Background: an optimization exercise with open tools, aiming at small area, a short achievable clock period and few clock cycles per item. Do not read the settings as production practice.
RTL that was checked went through simulation tests only; none was proved equivalent to the original.
For run 2, only the layout was checked, not whether the RTL still works.

$ cat flow/config.mk
export PLATFORM = sky130hd
export DESIGN_NAME = cell_check
export DESIGN_NICKNAME = cell_check
export VERILOG_FILES = /design/flow/design.v
export SDC_FILE = /design/flow/constraint.sdc
export NUM_CORES = 4
export LEC_CHECK = 0
export CAP_MARGIN = 20
export CORE_MARGIN = 2
export CORE_UTILIZATION = 40
export SLEW_MARGIN = 20
$ cat flow/run.sh
#!/bin/bash
# synth_recipe.tcl (not shown) runs the flow's synth.tcl, then flattens the netlist and writes it again
# the make line also repeats each setting of config.mk as NAME=value (left out here)
make -C /OpenROAD-flow-scripts/flow DESIGN_CONFIG=/design/flow/config.mk WORK_HOME=/design/flow/orfs CLKGATE_MAP_FILE= SYNTH_SCRIPT=/design/flow/synth_recipe.tcl finish
$ cat flow/design.v
module cell_check (
    input  wire        clk,
    input  wire        rst,
    input  wire        in_valid,
    output wire        in_ready,
    input  wire [31:0] in_data,      
    input  wire [3:0]  in_stream,    
    output reg         res_valid,    
    output reg  [1:0]  res_kind,     
    output reg  [3:0]  res_stream,
    output reg  [15:0] res_lost      
);
    localparam [31:0] POLY_R = 32'hEDB8_8320;    
    localparam [31:0] HC     = 32'h76AD_8866;
    function [31:0] crc_word;
        input [31:0] c;
        input [31:0] w;
        reg   [31:0] v;
        integer i;
        begin
            v = c ^ {w[7:0], w[15:8], w[23:16], w[31:24]};
            for (i = 0; i < 32; i = i + 1)
                v = v[0] ? ((v >> 1) ^ POLY_R) : (v >> 1);
            crc_word = v;
        end
    endfunction
    localparam [1:0] S_W0 = 2'd0,    
                     S_W1 = 2'd1,    
                     S_PRE = 2'd2,   
                     S_DAT = 2'd3;   
    reg  [1:0]  st;
    reg         rdy;
    reg  [31:0] wq;          
    reg         vq;          
    reg  [6:0]  wcnt;        
    reg  [3:0]  cs;          
    reg         idle;
    reg  [7:0]  seq_hi, seq_lo;
    reg  [31:0] crc;
    reg         dec;         
    wire        take = in_valid & rdy;
    wire [15:0] seq  = {seq_hi, seq_lo};
    wire [31:0] pfx  = {5'd0, wq[27:17], seq};
    assign in_ready = rdy;
    always @(posedge clk) begin
        if (rdy) wq <= in_data;
        if (st == S_W1)
            crc <= 32'hFFFF_FFFF;
        else if (st == S_PRE || (st == S_DAT && vq))
            crc <= crc_word(crc, (st == S_PRE) ? pfx : wq);
        if (st == S_W0 && take) begin
            cs     <= in_stream;
            seq_hi <= in_data[7:0];
            idle   <= (in_data[31:28] == 4'd0);
        end
        if (st == S_W1 && in_valid)
            seq_lo <= in_data[31:24];
        if (st == S_PRE)
            wcnt <= 7'd0;
        else if (take)
            wcnt <= wcnt + 7'd1;
        dec <= 1'b0;
        if (rst) begin
            st  <= S_W0;
            rdy <= 1'b0;
            vq  <= 1'b0;
        end else begin
            case (st)
            S_W0: begin
                vq <= 1'b0;
                if (take) begin
                    st  <= S_W1;
                    rdy <= 1'b0;
                end else
                    rdy <= 1'b1;
            end
            S_W1: if (in_valid) st <= S_PRE;
            S_PRE: begin
                st  <= S_DAT;
                rdy <= 1'b1;
                vq  <= 1'b1;             
            end
            default: begin
                vq <= take;
                if (take && wcnt == 7'd66) begin
                    st  <= S_W0;
                    vq  <= 1'b0;
                    dec <= 1'b1;
                end
            end
            endcase
        end
    end
    reg  [16:0] ring [0:15];
    reg  [3:0]  head;
    reg  [15:0] lseq;        
    reg         lsync;
    reg  [3:0]  lid;
    reg         dirty;       
    wire        hit   = (head == lid);
    wire        fetch = (lid != cs) && !dirty && (head == cs);
    integer k;
    always @(posedge clk) begin
        ring[0] <= hit ? {lsync & ~rst, lseq} : {ring[15][16] & ~rst, ring[15][15:0]};
        for (k = 1; k < 16; k = k + 1)
            ring[k] <= {ring[k-1][16] & ~rst, ring[k-1][15:0]};
        head <= rst ? 4'd0 : head + 4'd1;
    end
    reg  [31:0] acc;
    reg  [3:0]  hcnt;
    reg         hbusy, hdone, hdr_ok;
    wire [15:0] delta = idle ? seq : (lsync ? (lseq ^ seq) : 16'd0);
    wire        dbit  = delta[{~hcnt[3], hcnt[2:0]}];
    wire [31:0] macc  = acc[0] ? ((acc >> 1) ^ POLY_R) : (acc >> 1);
    always @(posedge clk) begin
        if (rst || dec) begin
            hbusy  <= 1'b0;
            hdone  <= 1'b0;
        end else if (!hbusy && !hdone && hdr_ok && lid == cs) begin
            hbusy <= 1'b1;
            hcnt  <= 4'd0;
            acc   <= 32'd0;
        end else if (hbusy) begin
            acc  <= macc ^ (dbit ? HC : 32'd0);
            hcnt <= hcnt + 4'd1;
            if (hcnt == 4'd15) begin
                hbusy <= 1'b0;
                hdone <= 1'b1;
            end
        end
        if (rst || dec)
            hdr_ok <= 1'b0;
        else if (st == S_PRE)
            hdr_ok <= 1'b1;
    end
    wire [31:0] syn    = crc ^ ~wq;            
    wire        ok_b   = (syn == 32'd0);
    wire        ok_a   = (syn == acc);         
    wire [15:0] expv   = lsync ? lseq : seq;
    wire [15:0] nseq   = (ok_a ? expv : seq) + 16'd1;
    wire        kind2  = !idle && !ok_a && ok_b;
    wire        upd    = dec && !idle && (ok_a || ok_b);
    always @(posedge clk) begin
        if (rst) begin
            lsync <= 1'b0;
            dirty <= 1'b0;
            lid   <= 4'd0;
        end else if (upd) begin
            lseq  <= nseq;
            lsync <= 1'b1;
            dirty <= 1'b1;
        end else if (fetch) begin
            lseq  <= ring[15][15:0];
            lsync <= ring[15][16];
            lid   <= cs;
        end else if (hit)
            dirty <= 1'b0;
        res_valid  <= dec & ~rst;
        res_kind   <= idle ? (ok_a ? 2'd1 : 2'd3) : (ok_a ? 2'd0 : (ok_b ? 2'd2 : 2'd3));
        res_stream <= cs;
        res_lost   <= kind2 ? (seq - lseq) : 16'd0;
    end
endmodule
$ cat flow/constraint.sdc
create_clock -name core_clock -period 8.0 [get_ports {clk}]
set_input_delay 1.6000 -clock core_clock [delete_from_list [all_inputs] [get_ports {clk}]]
set_output_delay 1.6000 -clock core_clock [all_outputs]
set_load 0.01 [all_outputs]
==> results.json, run 1 <==
{
  "detail-route-antenna-nets": 0,
  "multi_input_area_um2": 7560,
  "cts_root_buffer": "clkbuf_16",
  "drc_errors": 0,
  "fillers": 3928,
  "ys_ff_latch": 457,
  "first_pass_iters": 6,
  "hpwl_um": 30400,
  "postCtsSetupBuffers": 0,
  "synth_flop_cell": "dfxtp_1",
  "dr.first_iter.drc_count": 792,
  "syn_avg_cell_area_um2": 12.2,
  "core_area_um2": 44400,
  "drv_slew": 0,
  "initial_utilization_pct": 40.7,
  "path_clk_slew_ps": 60,
  "async_reset_ff_share_pct": 0,
  "wl_um": 40800,
  "ios": 63,
  "worstPathArrival_ps": 5410,
  "portBuffers": 62,
  "antenna_cells": 0,
  "antenna_found_initial": 0,
  "hold_violations": 0,
  "tns_ps": 0,
  "ys_top_cells_by_count": "352 x dfxtp_1, 258 x xnor2_1, 111 x xor2_1",
  "grt_pass1_vias": 10500,
  "setup_violations": 0,
  "final_cell_area_um2": 21000,
  "critPathLaunchType": "flop",
  "dp_cells": 2095,
  "numCtsBuffers": 47,
  "slew_headroom_pct": 27.3,
  "layout_min_cycle_time_ps": 5000,
  "worstSkewPairLatency_ps": 570,
  "grtUsageTotal_pct": 17.7,
  "synth_seq_area_share_pct": 56.4,
  "synth_edf_count": 105,
  "status": "finished clean",
  "yosys.cell_types.count": 53,
  "cp_common_cell": "xor2_2",
  "grt_overflow": 0,
  "die_height_um": 217,
  "vias": 10400,
  "maxCapViolations": 0,
  "grt_max_degree": 47,
  "cts-hold-fix-buffers": 0,
  "synth_most_common_cell": "dfxtp_1",
  "drive_gt1_share_pct": 10.8,
  "path_class": "flop to flop",
  "critical-path-slowest-cell": "buf_4",
  "synth_area_um2": 18100,
  "ctsHtreeMaxLevel": 2,
  "timing.critical_path.buf_inv": 2,
  "crit_path_end_kind": "flop",
  "final-seq-area_um2": 10200,
  "grt_setup_unrepaired": "false",
  "clkSinkCount": 457,
  "synth_top_cell_by_area": "dfxtp_1",
  "wl_per_cell_um": 18.7,
  "gp_congestion": 0.904,
  "period_share_pct": 62.6,
  "critPathMaxStageDelay_ps": 530,
  "die_x_um": 217,
  "required_ps": 8410,
  "vias_per_cell": 4.77,
  "fmaxAchievable_ghz": 0.200,
  "critPathMaxFanout": 46,
  "fin_skew_ps": 22.2,
  "worst_pin_slew_ps": 1090,
  "cts_resized": 0,
  "synth_area_leaders": "dfxtp_1 39%, edfxtp_1 17%, xnor2_1 12%, xor2_1 5.4%, xnor2_2 2.5%",
  "rows": 77,
  "synth.top_cell.area_share_pct": 38.9,
  "num-nets-final": 1617,
  "path_cells": "inv_1, ha_2, buf_4, mux2i_4, xnor2_4, xnor2_4, xor2_2, xor2_2, xor2_2, xor2_4, xnor2_2, xnor2_2, xnor2_1, xnor2_1, o211ai_1",
  "critPathTopFamily": "XOR/XNOR gates",
  "die_area_um2": 47000,
  "ys_warn_count": 2,
  "syn2layout_area_growth_pct": 16.1,
  "grt_pass1_wl_um": 63000,
  "tritoncts": "done",
  "finalNonFillerCells": 2182,
  "synthCells": 1478,
  "placedInstanceArea_um2": 19400,
  "cts_buffer_depth": 3,
  "min_path_type": "flop to flop",
  "synth_nets": 1543
}
path summary, 6_finish.rpt:
path                            slack, ps  cells past startpoint                 from                   end
worst max register to register       3000                     15   st[0]$_SDFFE_PP0P_  crc[20]$_SDFFE_PP1P_
worst max-delay path                 3000                     15   st[0]$_SDFFE_PP0P_  crc[20]$_SDFFE_PP1P_
worst min register to register        320                      0  ring[6][15]$_DFF_P_   ring[7][15]$_DFF_P_
worst min-delay path                  320                      0  ring[6][15]$_DFF_P_   ring[7][15]$_DFF_P_
final cells by class:
cell class	instances	share of cell area, %
sequential	457	48.5
multi-input combinational	932	36.0
clock buffer	67	6.65
tap	592	3.53
timing repair buffer	74	3.38
clock inverter	20	1.20
inverter	40	0.715
per-layer routing:
layer  share of wire, %  up-vias  track usage, %
li1                   -     5024               -
met1                 49     5036            25.6
met2                 43      285            26.4
met3                5.2       71            3.06
met4                3.1        0            6.74
met5                  0        -               0
placed cells by master, fill, tap and decap left out, types with 6 or more instances in the layout:
cell type        Yosys  final
a21oi_1             28     27
and3_1               6      6
buf_4                1     12
clkbuf_1            37     10
clkbuf_16            0     51
clkbuf_8             0      6
clkdlybuf4s50_1      0     62
dfxtp_1            352    351
edfxtp_1           105    105
ha_1                25     24
inv_1               40     40
mux2_2              14     14
mux2i_1             42     42
mux4_2               6      6
nand2_1             74     74
nand3_1             14     14
nand4_1             16     16
nor2_1              89     89
nor2b_1             37     37
nor3_1              23     22
nor4_1              13     12
o211ai_1            14     14
o21ai_0             57     56
o21ai_1              6      6
xnor2_1            258    258
xnor2_2             28     28
xnor2_4             10     10
xor2_1             111    111
xor2_2              11     11
sequential cells by signal (all words and copies together), names as in the netlist, 4 cells and up:
| register | cells |
|---|---|
| head | 4 |
| hcnt | 4 |
| seq_lo | 8 |
| lseq | 16 |
| seq_hi | 8 |
| acc | 32 |
| wcnt | 7 |
| crc | 32 |
| res_stream | 4 |
| wq | 32 |
| res_lost | 16 |
| cs | 4 |
| ring | 272 |
| lid | 4 |
kinds of logic (layout without fill, tap and decap cells):
| logic type | count (synthesis) | count (layout) | share of synthesized area, % |
|---|---|---|---|
| AOI/OAI and AO/OA | 125 | 125 | 3.95 |
| xor gates and xnor gates | 426 | 426 | 24.0 |
| adders and majority gates | 26 | 26 | 1.84 |
| buffers and inverters | 89 | 201 | 2.02 |
| DFF | 457 | 457 | 56.4 |
| muxes | 64 | 64 | 4.19 |
| and+or+nand+nor | 291 | 291 | 7.65 |
per-stage QoR:
stage / setup slack [ps] / utilization, % / hold slack [ps]
2_1_floorplan: 3160 / - / 310
3_3_place_gp: 3080 / 43.6 / 310
3_5_place_dp: 3040 / 43.6 / 312
4_1_cts: 3000 / 47.3 / 325
5_1_grt: 2700 / 47.3 / 326
6_report: 3000 / 47.3 / 321
Testbench counts, summed over its fixed seeds: cycles 89,616, cells 1,280.
==> run 2, diff against run 1 <==
--- a/flow/design.v
+++ b/flow/design.v
@@ -12,17 +12,18 @@
 );
     localparam [31:0] POLY_R = 32'hEDB8_8320;    
     localparam [31:0] HC     = 32'h76AD_8866;
-    function [31:0] crc_word;
-        input [31:0] c;
+    localparam [1023:0] FM = {32'h826880EF, 32'hC35CC098, 32'hE3C6E0A3, 32'h71E37051, 32'hBA9938C7, 32'hDF241C8C, 32'h6F920E46, 32'hB5A187CC, 32'hD8B84309, 32'h6C5C2184, 32'hB446902D, 32'hD84BC8F9, 32'hEE4D6493, 32'h7726B249, 32'h3B935924, 32'h1DC9AC92, 32'h8C8C56A6, 32'h46462B53, 32'h232315A9, 32'h11918AD4, 32'h08C8C56A, 32'h046462B5, 32'h805AB1B5, 32'hC245D835, 32'h6122EC1A, 32'h3091760D, 32'h9A203BE9, 32'h4D101DF4, 32'h26880EFA, 32'h1344077D, 32'h09A203BE, 32'h04D101DF};
+    function [31:0] crc_shift32;
+        input [31:0] x;
+        integer j;
+        begin
+            for (j = 0; j < 32; j = j + 1)
+                crc_shift32[j] = ^(x & FM[32*j +: 32]);
+        end
+    endfunction
+    function [31:0] bswap;
         input [31:0] w;
-        reg   [31:0] v;
-        integer i;
-        begin
-            v = c ^ {w[7:0], w[15:8], w[23:16], w[31:24]};
-            for (i = 0; i < 32; i = i + 1)
-                v = v[0] ? ((v >> 1) ^ POLY_R) : (v >> 1);
-            crc_word = v;
-        end
+        bswap = {w[7:0], w[15:8], w[23:16], w[31:24]};
     endfunction
     localparam [1:0] S_W0 = 2'd0,    
                      S_W1 = 2'd1,    
@@ -40,14 +41,14 @@
     reg         dec;         
     wire        take = in_valid & rdy;
     wire [15:0] seq  = {seq_hi, seq_lo};
-    wire [31:0] pfx  = {5'd0, wq[27:17], seq};
+    wire [31:0] pfx  = {5'd0, wq[27:17], wq[7:0], in_data[31:24]};
     assign in_ready = rdy;
     always @(posedge clk) begin
         if (rdy) wq <= in_data;
         if (st == S_W1)
-            crc <= 32'hFFFF_FFFF;
+            crc <= ~(bswap(pfx) ^ bswap(wq));
         else if (st == S_PRE || (st == S_DAT && vq))
-            crc <= crc_word(crc, (st == S_PRE) ? pfx : wq);
+            crc <= crc_shift32(crc ^ bswap(wq));
         if (st == S_W0 && take) begin
             cs     <= in_stream;
             seq_hi <= in_data[7:0];
@@ -137,7 +138,9 @@
     wire        ok_b   = (syn == 32'd0);
     wire        ok_a   = (syn == acc);         
     wire [15:0] expv   = lsync ? lseq : seq;
-    wire [15:0] nseq   = (ok_a ? expv : seq) + 16'd1;
+    wire [15:0] exp1   = expv + 16'd1;
+    wire [15:0] seq1   = seq + 16'd1;
+    wire [15:0] nseq   = ok_a ? exp1 : seq1;
     wire        kind2  = !idle && !ok_a && ok_b;
     wire        upd    = dec && !idle && (ok_a || ok_b);
     always @(posedge clk) begin
==> run 2 against run 1 <==
Critical path type unchanged. Global-route usage hardly changed. Clock skew is 0.69 ps lower. Area after synthesis is 1.6% lower.
==> results.json, run 2 <==
{
  "synth_edf_count": 137,
  "ys_ff_latch": 457,
  "synth_flop_cell": "dfxtp_1",
  "cts_root_buffer": "clkbuf_16",
  "async_reset_ff_share_pct": 0,
  "gp_congestion": 0.900,
  "vias_per_cell": 4.81,
  "synth_area_leaders": "dfxtp_1 36%, edfxtp_1 23%, xnor2_1 15%, xor2_1 4.4%, xnor3_1 4.0%",
  "grt_pass1_vias": 10000,
  "rrSetupSlack_ps": 3930,
  "synth_most_common_cell": "dfxtp_1",
  "synth_area_um2": 17800,
  "postCtsSetupBuffers": 0,
  "drv_slew": 0,
  "first_pass_iters": 5,
  "tns_ps": 0,
  "ys_warn_count": 2,
  "cts-hold-fix-buffers": 0,
  "mostFrequentLayoutCells": "319 x dfxtp_1, 299 x xnor2_1, 137 x edfxtp_1, 108 x nor2_1, 89 x xor2_1",
  "wl_per_cell_um": 19.2,
  "worstHoldEndpoint": "ring[2][10]$_DFF_P_",
  "hold_violations": 0,
  "drc_errors": 0,
  "maxCapViolations": 0,
  "critPathLaunchType": "flop",
  "synth_xor_area_share_pct": 23.1,
  "die_height_um": 215,
  "core_area_um2": 44100,
  "hold_start": "ring[1][10]$_DFF_P_",
  "crit_path_end_kind": "flop",
  "wl_um": 40900,
  "syn2layout_area_growth_pct": 15.4,
  "syn_avg_cell_area_um2": 12.5,
  "path_clk_slew_ps": 60,
  "setup_violations": 0,
  "initial_utilization_pct": 40.4,
  "antenna_found_initial": 1,
  "hpwl_um": 29800,
  "ff2ff_path_depth": 12,
  "timing.rr.end": "lseq[14]$_DFFE_PP_",
  "fin_skew_ps": 21.5,
  "grtUsageTotal_pct": 17.7,
  "synth_top_cell_by_area": "dfxtp_1",
  "ctsHtreeMaxLevel": 2,
  "worstPathArrival_ps": 4370,
  "die_area_um2": 46200,
  "min_path_type": "flop to flop",
  "status": "finished clean",
  "grt_max_degree": 54,
  "synth.top_cell.area_share_pct": 36.0,
  "drive_gt1_share_pct": 8.33,
  "clkSinkCount": 457,
  "slew_headroom_pct": 20.9,
  "detail-route-antenna-nets": 0,
  "synth-simple-area-share_pct": 7.59,
  "synthCells": 1428,
  "synth_top_family_by_area": "XOR/XNOR gates",
  "cts_resized": 0,
  "grt_overflow": 0,
  "largest_register_ff_count": 272,
  "synth.area.mux_share_pct": 2.66,
  "ios": 63,
  "tritoncts": "done",
  "antenna_cells": 0,
  "cts_buffer_depth": 3,
  "regMostFlops": "ring",
  "synth_seq_area_share_pct": 59.1,
  "ys_top_cells_by_count": "320 x dfxtp_1, 299 x xnor2_1, 137 x edfxtp_1",
  "reg2reg_from": "wq[0]$_DFFE_PP_",
  "layout_commonest_cell": "dfxtp_1",
  "worstSkewPairLatency_ps": 580,
  "path_class": "flop to flop",
  "fmaxAchievable_ghz": 0.245,
  "rows": 77,
  "critPathMaxFanout": 37,
  "layout_min_cycle_time_ps": 4070,
  "period_share_pct": 50.9,
  "dr.first_iter.drc_count": 808,
  "synth_nets": 1492,
  "die_x_um": 215,
  "yosys.cell_types.count": 52,
  "hold_depth": 0,
  "synth_compound_area_share_pct": 3.55,
  "worst_pin_slew_ps": 1180,
  "vias": 10200,
  "numCtsBuffers": 47,
  "grt_setup_unrepaired": "false",
  "num-nets-final": 1565,
  "grt_pass1_wl_um": 61700,
  "required_ps": 8290,
  "portBuffers": 62,
  "synthAdderAreaFrac_pct": 1.80
}
[run 2: through the flow]
| stage | setup slack (ps) | std cells | hold WS (ps) | utilization [%] | cell area (um2) |
|---|---|---|---|---|---|
| final | 3930 | 2128 | 310 | 46.6 | 20600 |
| after global routing | 3720 | 2128 | 316 | 46.6 | 20600 |
| after CTS | 3960 | 2128 | 318 | 46.6 | 20600 |
| after detailed placement | 3990 | 2044 | 312 | 43.3 | 19100 |
| after global placement | 4010 | 2044 | 310 | 43.3 | 19100 |
| after floorplan | 3160 | 1428 | 310 | - | 17800 |
[run 2: critical path, stage by stage (launching register included)]
cell and delay (ps):
edfxtp_1 470, xnor3_1 460, nor4_1 500, nand4_1 190, or3_1 350, buf_4 260
mux2_2 290, ha_1 180, or3b_4 430, or2_1 270, nand2b_1 160, xnor2_1 150
o21ai_0 80
[run 2: worst max path at each step]
stage / startpoint / depth (start not counted) / slack (ps) / end
after floorplan: rst / 2 / 3160 / acc[0]$_SDFFCE_PP0P_
after global placement: wq[0]$_DFFE_PP_ / 12 / 4010 / lseq[14]$_DFFE_PP_
after detailed placement: wq[0]$_DFFE_PP_ / 12 / 3990 / lseq[14]$_DFFE_PP_
after CTS: wq[0]$_DFFE_PP_ / 12 / 3960 / lseq[14]$_DFFE_PP_
after global routing: wq[10]$_DFFE_PP_ / 12 / 3720 / lseq[12]$_DFFE_PP_
final: wq[0]$_DFFE_PP_ / 12 / 3930 / lseq[14]$_DFFE_PP_
[run 2: metal layers]
metal	GRT usage (%)	wire length, um
met2	26.4	17700
met4	5.98	1060
met1	25.8	19200
met3	3.60	2920
met5	0	18
[run 2: cell families (layout without fill, tap and decap cells)]
logic type	after synthesis	count (layout)
flops	457	457
xor+xnor	420	420
simple gates	279	279
compound gates	113	113
buf+inv	95	203
mux	39	39
fa+ha+maj	25	25
[run 2: cell type report]
type | instances | area [um2]
Clock buffer | 61 | 1260
Clock inverter | 23 | 209
Fill cell | 4101 | 23600
Inverter | 37 | 139
Multi-Input combinational cell | 876 | 6920
Sequential cell | 457 | 10500
Tap cell | 592 | 741
Timing Repair Buffer | 82 | 771
==> run 3, diff against run 2 <==
--- a/flow/design.v
+++ b/flow/design.v
@@ -49,13 +49,14 @@
             crc <= ~(bswap(pfx) ^ bswap(wq));
         else if (st == S_PRE || (st == S_DAT && vq))
             crc <= crc_shift32(crc ^ bswap(wq));
-        if (st == S_W0 && take) begin
+        if (st == S_W1 && in_valid) begin
             cs     <= in_stream;
-            seq_hi <= in_data[7:0];
-            idle   <= (in_data[31:28] == 4'd0);
+            seq_lo <= in_data[31:24];
         end
-        if (st == S_W1 && in_valid)
-            seq_lo <= in_data[31:24];
+        if (st == S_PRE) begin
+            seq_hi <= wq[7:0];
+            idle   <= (wq[31:28] == 4'd0);
+        end
         if (st == S_PRE)
             wcnt <= 7'd0;
         else if (take)
@@ -108,10 +109,10 @@
         head <= rst ? 4'd0 : head + 4'd1;
     end
     reg  [31:0] acc;
-    reg  [3:0]  hcnt;
+    reg  [4:0]  hcnt;
     reg         hbusy, hdone, hdr_ok;
+    reg         dq;          
     wire [15:0] delta = idle ? seq : (lsync ? (lseq ^ seq) : 16'd0);
-    wire        dbit  = delta[{~hcnt[3], hcnt[2:0]}];
     wire [31:0] macc  = acc[0] ? ((acc >> 1) ^ POLY_R) : (acc >> 1);
     always @(posedge clk) begin
         if (rst || dec) begin
@@ -119,12 +120,12 @@
             hdone  <= 1'b0;
         end else if (!hbusy && !hdone && hdr_ok && lid == cs) begin
             hbusy <= 1'b1;
-            hcnt  <= 4'd0;
-            acc   <= 32'd0;
+            hcnt  <= 5'd0;
         end else if (hbusy) begin
-            acc  <= macc ^ (dbit ? HC : 32'd0);
-            hcnt <= hcnt + 4'd1;
-            if (hcnt == 4'd15) begin
+            dq   <= delta[{~hcnt[3], hcnt[2:0]}];
+            acc  <= (hcnt == 5'd0) ? 32'd0 : (macc ^ (dq ? HC : 32'd0));
+            hcnt <= hcnt + 5'd1;
+            if (hcnt == 5'd16) begin
                 hbusy <= 1'b0;
                 hdone <= 1'b1;
             end
@@ -135,15 +136,17 @@
             hdr_ok <= 1'b1;
     end
     wire [31:0] syn    = crc ^ ~wq;            
-    wire        ok_b   = (syn == 32'd0);
-    wire        ok_a   = (syn == acc);         
+    reg         ok_a, ok_b, dec2;
     wire [15:0] expv   = lsync ? lseq : seq;
     wire [15:0] exp1   = expv + 16'd1;
     wire [15:0] seq1   = seq + 16'd1;
     wire [15:0] nseq   = ok_a ? exp1 : seq1;
     wire        kind2  = !idle && !ok_a && ok_b;
-    wire        upd    = dec && !idle && (ok_a || ok_b);
+    wire        upd    = dec2 && !idle && (ok_a || ok_b);
     always @(posedge clk) begin
+        ok_a <= (syn == acc);                  
+        ok_b <= (syn == 32'd0);
+        dec2 <= dec & ~rst;
         if (rst) begin
             lsync <= 1'b0;
             dirty <= 1'b0;
@@ -158,7 +161,7 @@
             lid   <= cs;
         end else if (hit)
             dirty <= 1'b0;
-        res_valid  <= dec & ~rst;
+        res_valid  <= dec2 & ~rst;
         res_kind   <= idle ? (ok_a ? 2'd1 : 2'd3) : (ok_a ? 2'd0 : (ok_b ? 2'd2 : 2'd3));
         res_stream <= cs;
         res_lost   <= kind2 ? (seq - lseq) : 16'd0;
==> run 3 against run 2 <==
Maximum frequency increased by 26%. Register-to-register slack better by 830 ps. Die area increased by 1.2%. Sequential share of layout area is 0.58 points lower. Design area rose by 2.3%. Critical path type unchanged. Critical path depth shrank 3. Still clean on timing, DRC and antenna.
==> results.json, run 3 <==
{
  "cts-hold-fix-buffers": 0,
  "critPathLaunchType": "flop",
  "first_pass_iters": 5,
  "fillers": 3971,
  "layout_min_cycle_time_ps": 3240,
  "grt_max_degree": 65,
  "dr.first_iter.drc_count": 637,
  "critPathMaxFanout": 28,
  "synth_top_cell_by_area": "dfxtp_1",
  "vias": 10000,
  "path_clk_slew_ps": 60,
  "hold_depth": 0,
  "setup_ws_ps": 4760,
  "hold_violations": 0,
  "synth_edf_count": 139,
  "rows": 77,
  "syn2layout_area_growth_pct": 16.7,
  "postCtsSetupBuffers": 0,
  "mostFrequentLayoutCells": "322 x dfxtp_1, 255 x xnor2_1, 139 x edfxtp_1, 110 x xor2_1, 101 x nor2_1",
  "drc_errors": 0,
  "fin_skew_ps": 21.3,
  "grt_pass1_wl_um": 59300,
  "detail-route-antenna-nets": 0,
  "die_x_um": 216,
  "tns_ps": 0,
  "portBuffers": 62,
  "die_height_um": 216,
  "ctsHtreeMaxLevel": 2,
  "drive_gt1_share_pct": 11.9,
  "drv_slew": 0,
  "grt_pass1_vias": 10100,
  "largest_register_ff_count": 272,
  "setup_violations": 0,
  "grtUsageTotal_pct": 16.5,
  "fmaxAchievable_ghz": 0.308,
  "maxCapViolations": 0,
  "wl_per_cell_um": 17.9,
  "core_area_um2": 44300,
  "min_path_type": "flop to flop",
  "numCtsBuffers": 46,
  "cts_root_buffer": "clkbuf_16",
  "layout_commonest_cell": "dfxtp_1",
  "synth_area_leaders": "dfxtp_1 36%, edfxtp_1 23%, xnor2_1 12%, xor2_1 5.3%, xnor2_2 4.2%",
  "vias_per_cell": 4.73,
  "worstSkewPairLatency_ps": 590,
  "initial_utilization_pct": 40.7,
  "synth_most_common_cell": "dfxtp_1",
  "antenna_cells": 0,
  "syn_avg_cell_area_um2": 12.8,
  "crit_path_end_kind": "flop",
  "gp_congestion": 0.876,
  "ios": 63,
  "slew_headroom_pct": 29.3,
  "worstPathArrival_ps": 3550,
  "antenna_found_initial": 1,
  "worst_pin_slew_ps": 1060,
  "ys_ff_latch": 462,
  "die_area_um2": 46800,
  "num-nets-final": 1563,
  "hold_start": "ring[4][7]$_DFF_P_",
  "path_class": "flop to flop",
  "synth_flop_cell": "dfxtp_1",
  "pre_cts_slack_ps": 4570,
  "synthCells": 1413,
  "setup.worst_path.start": "lsync$_SDFFE_PP0P_",
  "ys_warn_count": 2,
  "synth_area_um2": 18000,
  "grt_setup_unrepaired": "false",
  "cts_resized": 0,
  "synth.top_cell.area_share_pct": 35.9,
  "grt_overflow": 0,
  "status": "finished clean",
  "synth_nets": 1479,
  "regMostFlops": "ring",
  "hpwl_um": 27400,
  "reg2reg_from": "lsync$_SDFFE_PP0P_",
  "synth_seq_area_share_pct": 59.0,
  "async_reset_ff_share_pct": 0,
  "clkSinkCount": 462,
  "period_share_pct": 40.5,
  "required_ps": 8300,
  "tritoncts": "done",
  "rrSetupSlack_ps": 4760,
  "cts_buffer_depth": 3,
  "wl_um": 38000,
  "ff2ff_path_depth": 9,
  "ys_top_cells_by_count": "323 x dfxtp_1, 255 x xnor2_1, 139 x edfxtp_1",
  "yosys.cell_types.count": 56
}
## run 3: area by class of cell
| class | instances | area [um2] | share of cell area [%] |
|---|---|---|---|
| sequential | 462 | 10600 | 50.6 |
| multi-input combinational | 889 | 7170 | 34.1 |
| timing repair buffer | 71 | 688 | 3.27 |
| clock buffer | 61 | 1440 | 6.84 |
| clock inverter | 21 | 255 | 1.21 |
| tap | 592 | 741 | 3.52 |
| inverter | 27 | 101 | 0.482 |
## run 3: cell families after synthesis
family          Yosys count  share of synthesized area, %
simple gates            265                          7.11
mux                      46                          2.83
flops                   462                          59.0
fa+ha+maj                27                          1.92
buf+inv                  62                          1.32
xor+xnor                426                          23.8
compound gates          125                          4.02
## run 3: worst max-delay path: stages (launching register included)
cell and delay [ps]:
dfxtp_1 400, nand2_2 410, o21ai_0 470, ha_1 270, nor4b_1 610, and2_1 340, nand2_1 110, xnor2_1 130
mux2i_1 130, o21ai_0 90
## run 3: routing by layer
layer | global-route usage [%] | part of all wire [%]
met1 | 22.3 | 46
met2 | 26.8 | 47
met3 | 2.78 | 4.6
met4 | 5.73 | 2.4
met5 | 0 | 0
## run 3: through the flow
stage	instance area [um2]	utilization [%]	hold slack [ps]	cells
6_report	21000	47.5	319	2123
5_1_grt	21000	47.5	327	2123
4_1_cts	21000	47.5	313	2123
3_5_place_dp	19300	43.6	312	2041
3_3_place_gp	19300	43.6	310	2041
2_1_floorplan	18000	-	310	1413
## run 3: worst paths after layout
| path | endpoint |
|---|---|
| max | lseq[8]$_DFFE_PP_ |
| min | ring[5][7]$_DFF_P_ |
| min reg2reg | ring[5][7]$_DFF_P_ |
| max reg2reg | lseq[8]$_DFFE_PP_ |
Testbench counts of run 3, summed over its fixed seeds: cycles 89,624, cells 1,280.
==> run 4, diff against run 3 <==
--- a/flow/config.mk
+++ b/flow/config.mk
@@ -8,4 +8,5 @@
 export CAP_MARGIN = 20
 export CORE_MARGIN = 2
 export CORE_UTILIZATION = 40
+export SETUP_SLACK_MARGIN = 5
 export SLEW_MARGIN = 20
==> run 4 against run 3 <==
Sequential share of layout area about the same. Register-to-register slack improved by 360 ps. Via count decreased by 0.34%. Non-clock buffer count increased by 1. Clock-buffer cell count increased by 2. Die area unchanged. Critical path type unchanged. Still clean.
==> results.json, run 4 <==
{
  "status": "finished clean",
  "setup_violations": 0,
  "core_area_um2": 44300,
  "worstHoldEndpoint": "ring[7][6]$_DFF_P_",
  "fmaxAchievable_ghz": 0.347,
  "largest_register_ff_count": 272,
  "cts-hold-fix-buffers": 0,
  "first_pass_iters": 5,
  "drc_errors": 0,
  "grt_overflow": 0,
  "synth_area_um2": 18000,
  "grtUsageTotal_pct": 16.5,
  "tritoncts": "done",
  "ys_ff_latch": 462,
  "synth_top_cell_by_area": "dfxtp_1",
  "synth_edf_count": 139,
  "critPathMaxFanout": 5,
  "final_util_pct": 47.5,
  "regMostFlops": "ring",
  "wl_per_cell_um": 17.7,
  "drive_gt1_share_pct": 12.3,
  "synth_nets": 1479,
  "synth_area_leaders": "dfxtp_1 36%, edfxtp_1 23%, xnor2_1 12%, xor2_1 5.3%, xnor2_2 4.2%",
  "ys_top_cells_by_count": "323 x dfxtp_1, 255 x xnor2_1, 139 x edfxtp_1",
  "maxCapViolations": 0,
  "initial_utilization_pct": 40.7,
  "vias": 9998,
  "synth_seq_area_share_pct": 59.0,
  "cts_root_buffer": "clkbuf_16",
  "rrSetupSlack_ps": 5120,
  "antenna_cells": 0,
  "synth_flop_cell": "dfxtp_1",
  "worst_pin_slew_ps": 1010,
  "portBuffers": 62,
  "syn_avg_cell_area_um2": 12.8,
  "ctsHtreeMaxLevel": 2,
  "grt_pass1_wl_um": 59000,
  "clkSinkCount": 462,
  "dr.first_iter.drc_count": 691,
  "die_x_um": 216,
  "async_reset_ff_share_pct": 0,
  "grt_max_degree": 65,
  "pre_cts_slack_ps": 4110,
  "mostFrequentLayoutCells": "322 x dfxtp_1, 255 x xnor2_1, 139 x edfxtp_1, 110 x xor2_1, 101 x nor2_1",
  "synthCells": 1413,
  "gp_congestion": 0.866,
  "rows": 77,
  "fin_skew_ps": 30.1,
  "path_clk_slew_ps": 60,
  "hold_depth": 0,
  "ios": 63,
  "slew_headroom_pct": 32.7,
  "numCtsBuffers": 47,
  "antenna_found_initial": 0,
  "layout_min_cycle_time_ps": 2880,
  "vias_per_cell": 4.69,
  "wl_um": 37700,
  "ff2ff_path_depth": 7,
  "tns_ps": 0,
  "die_height_um": 216,
  "timing.hold.ws_ps": 320,
  "layout_commonest_cell": "dfxtp_1",
  "die_area_um2": 46800,
  "hold_start": "ring[6][6]$_DFF_P_",
  "drv_slew": 0,
  "worstPathArrival_ps": 3310,
  "grt_pass1_vias": 10200,
  "num-nets-final": 1566,
  "min_path_type": "flop to flop",
  "crit_path_end_kind": "flop",
  "yosys.cell_types.count": 56,
  "timing.rr.end": "crc[22]$_DFFE_PP_",
  "path_class": "flop to flop",
  "critPathLaunchType": "flop",
  "hpwl_um": 27000,
  "period_share_pct": 36.0,
  "hold_violations": 0,
  "synth.top_cell.area_share_pct": 35.9,
  "fillers": 4008,
  "detail-route-antenna-nets": 0,
  "ys_warn_count": 2,
  "required_ps": 8430,
  "worstSkewPairLatency_ps": 590,
  "cts_buffer_depth": 3,
  "setup_ws_ps": 5120,
  "reg2reg_from": "wq[3]$_DFFE_PP_",
  "synth_most_common_cell": "dfxtp_1",
  "grt_setup_unrepaired": "true",
  "syn2layout_area_growth_pct": 16.7
}
[run 4: worst max path at each step]
stage	end	depth (start not counted)	startpoint	slack, ps
3_3_place_gp	acc[22]$_SDFFCE_PN0P_	5	rst	4130
2_1_floorplan	acc[0]$_SDFFCE_PN0P_	4	rst	5070
4_1_cts	crc[26]$_DFFE_PP_	8	wq[2]$_DFFE_PP_	5020
3_5_place_dp	acc[21]$_SDFFCE_PN0P_	5	rst	4110
6_report	crc[22]$_DFFE_PP_	7	wq[3]$_DFFE_PP_	5120
5_1_grt	crc[26]$_DFFE_PP_	8	wq[3]$_DFFE_PP_	4990
[run 4: cells by family (layout without fill, tap and decap cells)]
kind of cell             after synthesis  after routing  synth area share (%)
flip-flops                           462            462                  59.0
XOR/XNOR                             426            426                  23.8
AND/OR/NAND/NOR                      265            265                  7.11
AO/OA/AOI/OAI                        125            125                  4.02
buffers and inverters                 62            188                  1.32
multiplexers                          46             46                  2.83
adder cells (fa/ha/maj)               27             27                  1.92
[run 4: what timing repair did]
action | in CTS | in global routing
buffers inserted | 3 | 0
setup endpoints to repair | 62 | 12
resized for setup | 28 | 4
cloned | 1 | 0
pin swaps | 0 | 0
[run 4: cell type report]
cell class | instances | area, um2 | share of cell area, %
repair inverters | 1 | 7.51 | 0.0357
flip-flops and latches | 462 | 10600 | 50.6
inverters | 27 | 105 | 0.500
clock inverters | 25 | 254 | 1.21
well taps | 592 | 741 | 3.52
multi-input cells | 889 | 7200 | 34.2
repair buffers | 72 | 678 | 3.22
clock buffers | 63 | 1400 | 6.66
[run 4: worst max-delay path: stages, from the launching register on]
cell and delay, ps:
edfxtp_1 600, xnor2_2 640, xnor2_2 230, xnor2_1 510, xnor2_1 160, xnor2_1 340, nor2_1 80, a21oi_1 150
[run 4: routing by layer]
metal | share of wire (%) | track usage (%) | up-vias
li1 | - | - | 4895
met1 | 46 | 21.7 | 4809
met2 | 47 | 27.1 | 227
met3 | 4.4 | 2.81 | 67
met4 | 3.2 | 6.71 | 0
met5 | 0 | 0 | -
[run 4: through the flow]
step | area [um2] | std cells
after detailed placement | 19300 | 2039
after floorplan | 18000 | 1413
after global placement | 19300 | 2039
after CTS | 21000 | 2131
final | 21000 | 2131
after global routing | 21000 | 2131

[separate check: timing with driven ports]
In the flow no input, the clock included, has a driving cell. The finished layouts below were timed again as built, in two steps. Step 1 sets driving cells, clkbuf_16 on the clock port and buf_2 on the other inputs (assumed; they add their load-dependent delay and slew). Step 2 times the ports against the registers' clock, not the clock port: input delays grow and output delays shrink by t, the midpoint of the rising clock arrivals with the driver on. Slacks: ideal ports / drivers / drivers and shift; pairs: ideal ports / drivers.
run | t, ns | slack for setup (ns) | hold WS [ns] | clock arrival spread, ns
run 1 | 0.611 | 2.996 / 2.996 / 2.996 | 0.321 / 0.321 / 0.321 | 0.023 / 0.023
run 2 | 0.621 | 3.925 / 3.925 / 3.925 | 0.310 / 0.310 / 0.310 | 0.024 / 0.024
run 3 | 0.629 | 4.757 / 4.756 / 4.539 | 0.319 / 0.319 / 0.319 | 0.023 / 0.023
run 4 | 0.627 | 5.121 / 5.085 / 4.580 | 0.320 / 0.320 / 0.320 | 0.030 / 0.030
After both steps every run listed still meets setup and hold. The setup slack of run 4, which loses most, moves by -0.036 ns with the drivers and by -0.541 ns with both steps.
